Background: an optimization exercise with open tools, aiming at small area, a short achievable clock period and few clock cycles per item. Do not read the settings as production practice.
The RTL was checked by simulation tests, not by an equivalence proof against the original design.

==> job 187 <==
// loop_core
module loop_core (
    input  wire        clk,
    input  wire        rst,             
    input  wire        req_valid,
    output wire        req_ready,
    input  wire [1:0]  req_op,          
    input  wire [2:0]  req_loop,
    input  wire        req_src_int,     
    input  wire        req_ref_reset,   
    input  wire        req_u_zero,      
    input  wire [8:0]  req_clr,         
    input  wire [31:0] req_sp,
    input  wire [31:0] req_mg,
    input  wire [31:0] req_mo,
    input  wire [31:0] req_x,
    input  wire [31:0] req_y,
    input  wire        req_y_valid,
    input  wire [31:0] req_vdc,
    input  wire [31:0] req_grid,
    input  wire [31:0] req_vg,
    input  wire [31:0] c_kp,
    input  wire [31:0] c_ki,
    input  wire [31:0] c_kf,
    input  wire [31:0] c_imin,
    input  wire [31:0] c_imax,
    input  wire [31:0] c_umin,
    input  wire [31:0] c_umax,
    input  wire [31:0] c_slew,
    input  wire [31:0] c_ramp,
    input  wire [31:0] c_rmin,
    input  wire [31:0] c_rmax,
    input  wire        c_inv,
    input  wire [2:0]  c_ff_sel,
    output reg         rsp_valid,
    output reg  [31:0] rsp_r,
    output reg  [31:0] rsp_e,
    output reg  [31:0] rsp_p,
    output reg  [31:0] rsp_i,
    output reg  [31:0] rsp_f,
    output reg  [31:0] rsp_u,
    output reg  [8:0]  rsp_flags,       
    output reg  [8:0]  rsp_hit          
);
    localparam F_REF = 0, F_FB = 1, F_ERR = 2, F_P = 3, F_INT = 4,
               F_FF = 5, F_SUM = 6, F_OUT = 7, F_PRE = 8;
    localparam [31:0] MAXV = 32'h7fffffff;
    localparam [31:0] MINV = 32'h80000000;
    function [32:0] sadd;
        input [31:0] a, b;
        reg [32:0] s;
        begin
            s = {a[31], a} + {b[31], b};
            if (s[32] != s[31])
                sadd = {1'b1, s[32] ? MINV : MAXV};
            else
                sadd = {1'b0, s[31:0]};
        end
    endfunction
    function [32:0] ssub;
        input [31:0] a, b;
        reg [32:0] s;
        begin
            s = {a[31], a} - {b[31], b};
            if (s[32] != s[31])
                ssub = {1'b1, s[32] ? MINV : MAXV};
  ...
Settings: LEC_CHECK=0, ABC_AREA=1, CAP_MARGIN=20, CORE_MARGIN=2, CORE_UTILIZATION=40, SETUP_SLACK_MARGIN=5, SLEW_MARGIN=20; clock period 13.0 ns.
run.sh (not shown) runs the stock make flow with config.mk's settings and CLKGATE_MAP_FILE= SYNTH_SCRIPT=/design/flow/synth_recipe.tcl, a recipe that flattens the netlist after the stock synthesis.
==> job 7916 (differences from job 187) <==
--- a/flow/design.v
+++ b/flow/design.v
@@ -115,11 +115,11 @@
                          ((v0 && req_loop == s0_loop) || (v1 && req_loop == s1_loop)));
     wire accept = req_valid && req_ready;
     reg [1:0]  s0_op;
     reg        s0_src_int, s0_ref_reset, s0_u_zero, s0_y_valid, s0_inv, s0_ffr;
     reg [8:0]  s0_clr;
-    reg [31:0] s0_sp, s0_mg, s0_mo, s0_y, s0_ff;
+    reg [31:0] s0_spmo, s0_mg, s0_y, s0_ff;    
     reg [47:0] s0_xb;      
     reg [31:0] s0_kp, s0_ki, s0_kf, s0_imin, s0_imax, s0_umin, s0_umax;
     reg [31:0] s0_slew, s0_ramp, s0_rmin, s0_rmax;
     wire [31:0] in_y = req_y_valid ? req_y : 32'd0;
     reg  [31:0] in_ff;
@@ -136,11 +136,11 @@
         s0_op <= req_op;           s0_loop <= req_loop;
         s0_src_int <= req_src_int; s0_ref_reset <= req_ref_reset;
         s0_u_zero <= req_u_zero;   s0_clr <= req_clr;
         s0_y_valid <= req_y_valid; s0_inv <= c_inv;
         s0_ffr <= (c_ff_sel == 3'd2);
-        s0_sp <= req_sp; s0_mg <= req_mg; s0_mo <= req_mo; s0_xb <= booth(req_x);
+        s0_spmo <= req_src_int ? req_sp : req_mo; s0_mg <= req_mg; s0_xb <= booth(req_x);
         s0_y <= in_y;    s0_ff <= in_ff;
         s0_kp <= c_kp;     s0_ki <= c_ki;     s0_kf <= c_kf;
         s0_imin <= c_imin; s0_imax <= c_imax;
         s0_umin <= c_umin; s0_umax <= c_umax;
         s0_slew <= c_slew; s0_ramp <= c_ramp;
@@ -149,29 +149,29 @@
     wire [32:0] t_m;
     mulq29b mul_map (.a(s0_mg), .bneg(s0_xb[15:0]), .bone(s0_xb[31:16]), .btwo(s0_xb[47:32]), .y(t_m));
     reg [1:0]  s1_op;
     reg        s1_src_int, s1_ref_reset, s1_u_zero, s1_inv, s1_ffr;
     reg [8:0]  s1_clr, s1_hit;
-    reg [31:0] s1_sp, s1_m, s1_mo, s1_y, s1_ff;
+    reg [31:0] s1_spmo, s1_m, s1_y, s1_ff;
     reg [31:0] s1_kp, s1_ki, s1_kf, s1_imin, s1_imax, s1_umin, s1_umax;
     reg [31:0] s1_slew, s1_ramp, s1_rmin, s1_rmax;
     always @(posedge clk) begin
         s1_op <= s0_op;           s1_loop <= s0_loop;
         s1_src_int <= s0_src_int; s1_ref_reset <= s0_ref_reset;
         s1_u_zero <= s0_u_zero;   s1_clr <= s0_clr;
         s1_inv <= s0_inv;         s1_ffr <= s0_ffr;
         s1_hit <= {7'd0, !s0_y_valid, t_m[32] && !s0_src_int};
-        s1_sp <= s0_sp; s1_m <= t_m[31:0]; s1_mo <= s0_mo;
+        s1_spmo <= s0_spmo; s1_m <= t_m[31:0];
         s1_y <= s0_y;   s1_ff <= s0_ff;
         s1_kp <= s0_kp;     s1_ki <= s0_ki;     s1_kf <= s0_kf;
         s1_imin <= s0_imin; s1_imax <= s0_imax;
         s1_umin <= s0_umin; s1_umax <= s0_umax;
         s1_slew <= s0_slew; s1_ramp <= s0_ramp;
         s1_rmin <= s0_rmin; s1_rmax <= s0_rmax;
     end
-    wire [32:0] t_map  = sadd(s1_mo, s1_m);
-    wire [31:0] rt_raw = s1_src_int ? s1_sp : t_map[31:0];
+    wire [32:0] t_map  = sadd(s1_spmo, s1_m);
+    wire [31:0] rt_raw = s1_src_int ? s1_spmo : t_map[31:0];
     wire [32:0] t_rt   = sclamp(rt_raw, s1_rmin, s1_rmax);
     reg [2:0]  s2_loop;
     reg [1:0]  s2_op;
     reg        s2_ref_reset, s2_u_zero, s2_inv, s2_ffr;
     reg [8:0]  s2_clr, s2_hit;
@@ -243,16 +243,17 @@
     mulq29b mul_p (.a(s3_kp), .bneg(s3_eb[15:0]),  .bone(s3_eb[31:16]),  .btwo(s3_eb[47:32]),  .y(t_p));
     mulq29b mul_f (.a(s3_kf), .bneg(s3_ffb[15:0]), .bone(s3_ffb[31:16]), .btwo(s3_ffb[47:32]), .y(t_f));
     mulq29b mul_k (.a(s3_ki), .bneg(s3_eb[15:0]),  .bone(s3_eb[31:16]),  .btwo(s3_eb[47:32]),  .y(t_k));
     reg [2:0]  s4_loop;
     reg [1:0]  s4_op;
-    reg        s4_u_zero;
+    reg        s4_u_zero, s4_ho;      
     reg [8:0]  s4_clr, s4_hit;
     reg [31:0] s4_r, s4_e, s4_p, s4_f, s4_k;
     reg [31:0] s4_imin, s4_imax, s4_umin, s4_umax, s4_slew;
     always @(posedge clk) begin
         s4_op <= s3_op;   s4_loop <= s3_loop;
+        s4_ho <= (s3_op == 2'd1);
         s4_u_zero <= s3_u_zero; s4_clr <= s3_clr;
         s4_hit <= s3_hit;
         if (t_p[32]) s4_hit[F_P] <= 1'b1;
         if (t_f[32]) s4_hit[F_FF] <= 1'b1;
         if (t_k[32] && s3_op == 2'd0) s4_hit[F_INT] <= 1'b1;
@@ -260,12 +261,11 @@
         s4_p <= t_p[31:0]; s4_f <= t_f[31:0]; s4_k <= t_k[31:0];
         s4_imin <= s3_imin; s4_imax <= s3_imax;
         s4_umin <= s3_umin; s4_umax <= s3_umax;
         s4_slew <= s3_slew;
     end
-    wire [31:0] i_old = s4_iold;
-    wire [31:0] uu4   = s4_uu;
+    wire [31:0] i_old = s4_iu;     
     wire        umax_m = (s4_umax == MAXV);
     wire        umin_m = (s4_umin == MINV);
     wire        imax_m = (s4_imax == MAXV);
     wire        imin_m = (s4_imin == MINV);
     wire [35:0] f_hi   = sx(MAXV) + sx(s4_f);
@@ -274,58 +274,59 @@
     wire        fhi_gt = !fhi_g[35];
     wire        fhi_lt = $signed(sx(MAXV) + sx(s4_f) - sx(s4_umin)) < 0;
     wire [35:0] flo_g  = sx(MINV) + sx(s4_f) + ~sx(s4_umax);
     wire        flo_gt = !flo_g[35];
     wire        flo_lt = $signed(sx(MINV) + sx(s4_f) - sx(s4_umin)) < 0;
-    wire [35:0] c_pi   = sx(s4_p) + sx(i_old);
-    wire        pi_hi  = !c_pi[35] && c_pi[31];
-    wire        pi_lo  = c_pi[35] && !c_pi[31];
-    wire [35:0] c_n3   = sx(s4_p) + sx(i_old) + sx(s4_f);
-    wire [35:0] n3_g   = sx(s4_p) + sx(i_old) + sx(s4_f) + ~sx(s4_umax);
-    wire        n3_gt  = !n3_g[35];
-    wire        n3_lt  = $signed(sx(s4_p) + sx(i_old) + sx(s4_f) - sx(s4_umin)) < 0;
-    wire        v_gt   = (pi_hi ? fhi_gt : pi_lo ? flo_gt : n3_gt) && !umax_m;
-    wire        v_lt   = (pi_hi ? fhi_lt : pi_lo ? flo_lt : n3_lt) && !umin_m;
-    wire        v_ovf  = pi_hi ? ovf36(f_hi) : pi_lo ? ovf36(f_lo) : ovf36(c_n3);
+    wire        ho     = s4_ho;
+    wire [35:0] hm     = {36{ho}};
+    wire [35:0] hc     = {35'd0, ho};
+    wire [35:0] x_p    = sx(s4_p) ^ hm;
+    wire [35:0] x_f    = sx(s4_f) ^ hm;
+    wire [31:0] l_hi   = ho ? s4_imax : s4_umax;
+    wire [31:0] l_lo   = ho ? s4_imin : s4_umin;
+    wire [35:0] c_x1   = sx(i_old) + x_p + hc;                        
+    wire        x1_hi  = !c_x1[35] && c_x1[31];
+    wire        x1_lo  = c_x1[35] && !c_x1[31];
+    wire [35:0] c_x2   = sx(i_old) + x_p + x_f + {hc[34:0], 1'b0};    
+    wire [35:0] x2_g   = sx(i_old) + x_p + x_f + ~sx(l_hi) + {hc[34:0], 1'b0};
+    wire [35:0] x2_l   = sx(i_old) + x_p + x_f + ~sx(l_lo) + {hc[34:0], 1'b0} + 36'd1;
+    wire        n_gt   = !x2_g[35];
+    wire        n_lt   = x2_l[35];
+    wire        v_gt   = (x1_hi ? fhi_gt : x1_lo ? flo_gt : n_gt) && !umax_m;
+    wire        v_lt   = (x1_hi ? fhi_lt : x1_lo ? flo_lt : n_lt) && !umin_m;
+    wire        v_ovf  = x1_hi ? ovf36(f_hi) : x1_lo ? ovf36(f_lo) : ovf36(c_x2);
     wire        k_pos  = !s4_k[31] && (s4_k != 32'd0);
     wire        integ  = !((v_gt && k_pos) || (v_lt && s4_k[31]));
     wire [35:0] c_ik   = sx(i_old) + sx(s4_k);
     wire        ik_lt  = $signed(sx(i_old) + sx(s4_k) - sx(s4_imin)) < 0;
     wire [35:0] ik_g   = sx(i_old) + sx(s4_k) + ~sx(s4_imax);
     wire        ik_gt  = !ik_g[35];
     wire [31:0] i_cyc  = ik_lt ? s4_imin : ik_gt ? s4_imax : c_ik[31:0];
     wire        ik_flag = ovf36(c_ik) || (ik_lt && !imin_m) || (ik_gt && !imax_m);
-    wire [35:0] h_up   = sx(uu4) - sx(s4_p);
-    wire        up_hi  = !h_up[35] && h_up[31];
-    wire        up_lo  = h_up[35] && !h_up[31];
     wire [35:0] z_mx   = sx(MAXV) - sx(s4_f);
     wire [35:0] z_mn   = sx(MINV) - sx(s4_f);
-    wire [35:0] z_n    = sx(uu4) - sx(s4_p) - sx(s4_f);
     wire        zmx_lt = $signed(sx(MAXV) - sx(s4_f) - sx(s4_imin)) < 0;
     wire [35:0] zmx_g  = sx(MAXV) + ~sx(s4_f) + ~sx(s4_imax) + 36'd1;
     wire        zmx_gt = !zmx_g[35];
     wire        zmn_lt = $signed(sx(MINV) - sx(s4_f) - sx(s4_imin)) < 0;
     wire [35:0] zmn_g  = sx(MINV) + ~sx(s4_f) + ~sx(s4_imax) + 36'd1;
     wire        zmn_gt = !zmn_g[35];
-    wire        zn_lt  = $signed(sx(uu4) - sx(s4_p) - sx(s4_f) - sx(s4_imin)) < 0;
-    wire [35:0] zn_g   = sx(uu4) + ~sx(s4_p) + ~sx(s4_f) + ~sx(s4_imax) + 36'd2;
-    wire        zn_gt  = !zn_g[35];
-    wire [35:0] h_z    = up_hi ? z_mx : up_lo ? z_mn : z_n;
-    wire        z_lt   = up_hi ? zmx_lt : up_lo ? zmn_lt : zn_lt;
-    wire        z_gt   = up_hi ? zmx_gt : up_lo ? zmn_gt : zn_gt;
+    wire [35:0] h_z    = x1_hi ? z_mx : x1_lo ? z_mn : c_x2;
+    wire        z_lt   = x1_hi ? zmx_lt : x1_lo ? zmn_lt : n_lt;
+    wire        z_gt   = x1_hi ? zmx_gt : x1_lo ? zmn_gt : n_gt;
     wire [31:0] i_ho   = z_lt ? s4_imin : z_gt ? s4_imax : h_z[31:0];
     reg  [31:0] i_new;
     reg  [8:0]  i_hit;
     always @* begin
         i_hit = s4_hit;
         i_new = i_old;
         if (s4_op == 2'd1) begin
             i_new = i_ho;
-            if (up_hi || up_lo || ovf36(h_z))                i_hit[F_INT] = 1'b1;
+            if (x1_hi || x1_lo || ovf36(h_z))                i_hit[F_INT] = 1'b1;
             if ((z_lt && !imin_m) || (z_gt && !imax_m))      i_hit[F_PRE] = 1'b1;
         end else if (s4_op == 2'd0) begin
-            if (pi_hi || pi_lo || v_ovf) i_hit[F_SUM] = 1'b1;
+            if (x1_hi || x1_lo || v_ovf) i_hit[F_SUM] = 1'b1;
             if (integ) begin
                 i_new = i_cyc;
                 if (ik_flag) i_hit[F_INT] = 1'b1;
             end
         end
@@ -392,18 +393,20 @@
     wire        u_dovp = !u_d[35] && ovf36(u_d);
     wire        u_flag = ovf36(u_d) || (u_gt && !(u_dovp && s6_slew == MAXV)) || u_lt ||
                          (u_gt && uup_ov) || (u_lt && udn_ov);
     wire [8:0]  o_hit  = s6_hit | (u_flag ? (9'd1 << F_OUT) : 9'd0);
     wire [8:0]  f_new  = s6_op[1] ? (s6_fold & ~s6_clr) : (s6_fold | o_hit);
-    reg [31:0] s2_rprev, s4_iold, s4_uu, s6_uold;
+    reg [31:0] s2_rprev, s4_iu, s6_uold;
     reg [8:0]  s6_fold;
     always @(posedge clk) begin
         s2_rprev <= (s1_op == 2'd1 && s1_ref_reset) ? s1_y :
                     (v2 && !s2_op[1] && s2_loop == s1_loop) ? r_new : st_r[s1_loop];
-        s4_iold  <= (v4 && !s4_op[1] && s4_loop == s3_loop) ? i_new : st_i[s3_loop];
-        s4_uu    <= (s3_op == 2'd1 && s3_u_zero) ? 32'd0 :
-                    (v6 && !s6_op[1] && s6_loop == s3_loop) ? u_new : st_u[s3_loop];
+        if (s3_op == 2'd1)
+            s4_iu <= s3_u_zero ? 32'd0 :
+                     (v6 && !s6_op[1] && s6_loop == s3_loop) ? u_new : st_u[s3_loop];
+        else
+            s4_iu <= (v4 && !s4_op[1] && s4_loop == s3_loop) ? i_new : st_i[s3_loop];
         s6_uold  <= (v6 && !s6_op[1] && s6_loop == s5_loop) ? u_new : st_u[s5_loop];
         s6_fold  <= (v6 && s6_loop == s5_loop) ? f_new : st_f[s5_loop];
     end
     always @(posedge clk) begin
         rsp_r     <= s6_r;
- CORE_UTILIZATION: 40 -> 55
- PLACE_DENSITY: unset -> 0.65
==> summary.txt <==
Run status
  • Status: timing/DRC/antenna clean

Cells and area
  • Reg area: between 80000 and 90000 sq um
  • Finished Layout Cells: about 38000
  • Multi-input combinational cell count: between 20000 and 25000
  • Share of layout cells above drive strength 1: ~6.4%

Timing
  • Worst hold margin: 0.255 ns
  • Setup repair after global routing missed its margin: yes

Die
  • Die Y-Extent: 697 um
  • Placeable Area: 478000 sq um
  • Tap cell count: 6400

Critical path
  • Stages on worst setup path: 25
  • CP Capture Point: s4_k[28]$_DFF_P_
  • CP arrival: about 8.8 ns
  • Worst Path Required: about 14 ns

Synthesis
  • Xor and xnor area share after synthesis: 9.52%
  • Post-synthesis simple-gate area fraction: roughly an eighth
  • Multiplexer share of the synthesized area: 0.336%

Clock network
  • Clk latency of the worst-skew pair: around 1.1 ns
The numbers above come from job 7916.

==> summary.txt <==
Run status
  • Status: timing/DRC/antenna clean

Timing
  • Setup repair after global routing missed its margin: no
  • Worst hold margin: roughly 0.28 ns

Die
  • Placeable Area: 679000 sq um
  • Die Y-Extent: 829 um

Critical path
  • CP Capture Point: s4_k[30]$_DFF_P_
  • Worst Path Required: 13.95 ns
  • CP arrival: 8.83 ns

Cells and area
  • Reg area: 88500 sq um
  • Share of layout cells above drive strength 1: 5.84%
  • Finished Layout Cells: 41800

Synthesis
  • Xor and xnor area share after synthesis: 9.21%
  • Post-synthesis simple-gate area fraction: approximately an eighth
  • Multiplexer share of the synthesized area: 0.115%
The numbers above come from job 187.

Testbench counts of job 187, summed over its fixed seeds: cycles 4,937, items 4,800.
Testbench counts of job 7916, summed over its fixed seeds: cycles 4,937, items 4,800.

-- port drivers added, routing unchanged --
The results above use ideal ports. As a check the final layouts listed here were re-extracted and re-timed, cells and wires unchanged. Step 1: set_driving_cell puts a clkbuf_16 on clk and a buf_2 on each other input, an assumption about the parent block. Step 2 adds t to the input delays and takes it off the output delays; t is the mean of the earliest and latest rising clock arrival at the registers after step 1. Input paths then give back, and output paths get back, about the clock's delay inside the block. a / b / c = ideal / step 1 / step 2; a / b = the first two.
| run | shift t [ns] | setup WS [ns] | worst setup path after step 2 | worst register clock-pin slew, ns |
|---|---|---|---|---|
| job 187 | 1.178 | 5.122 / 5.122 / 5.122 | register to register | 0.08 / 0.08 |
| job 7916 | 1.173 | 5.074 / 5.074 / 5.074 | register to register | 0.08 / 0.08 |
After both steps setup and hold are still met in every run listed.
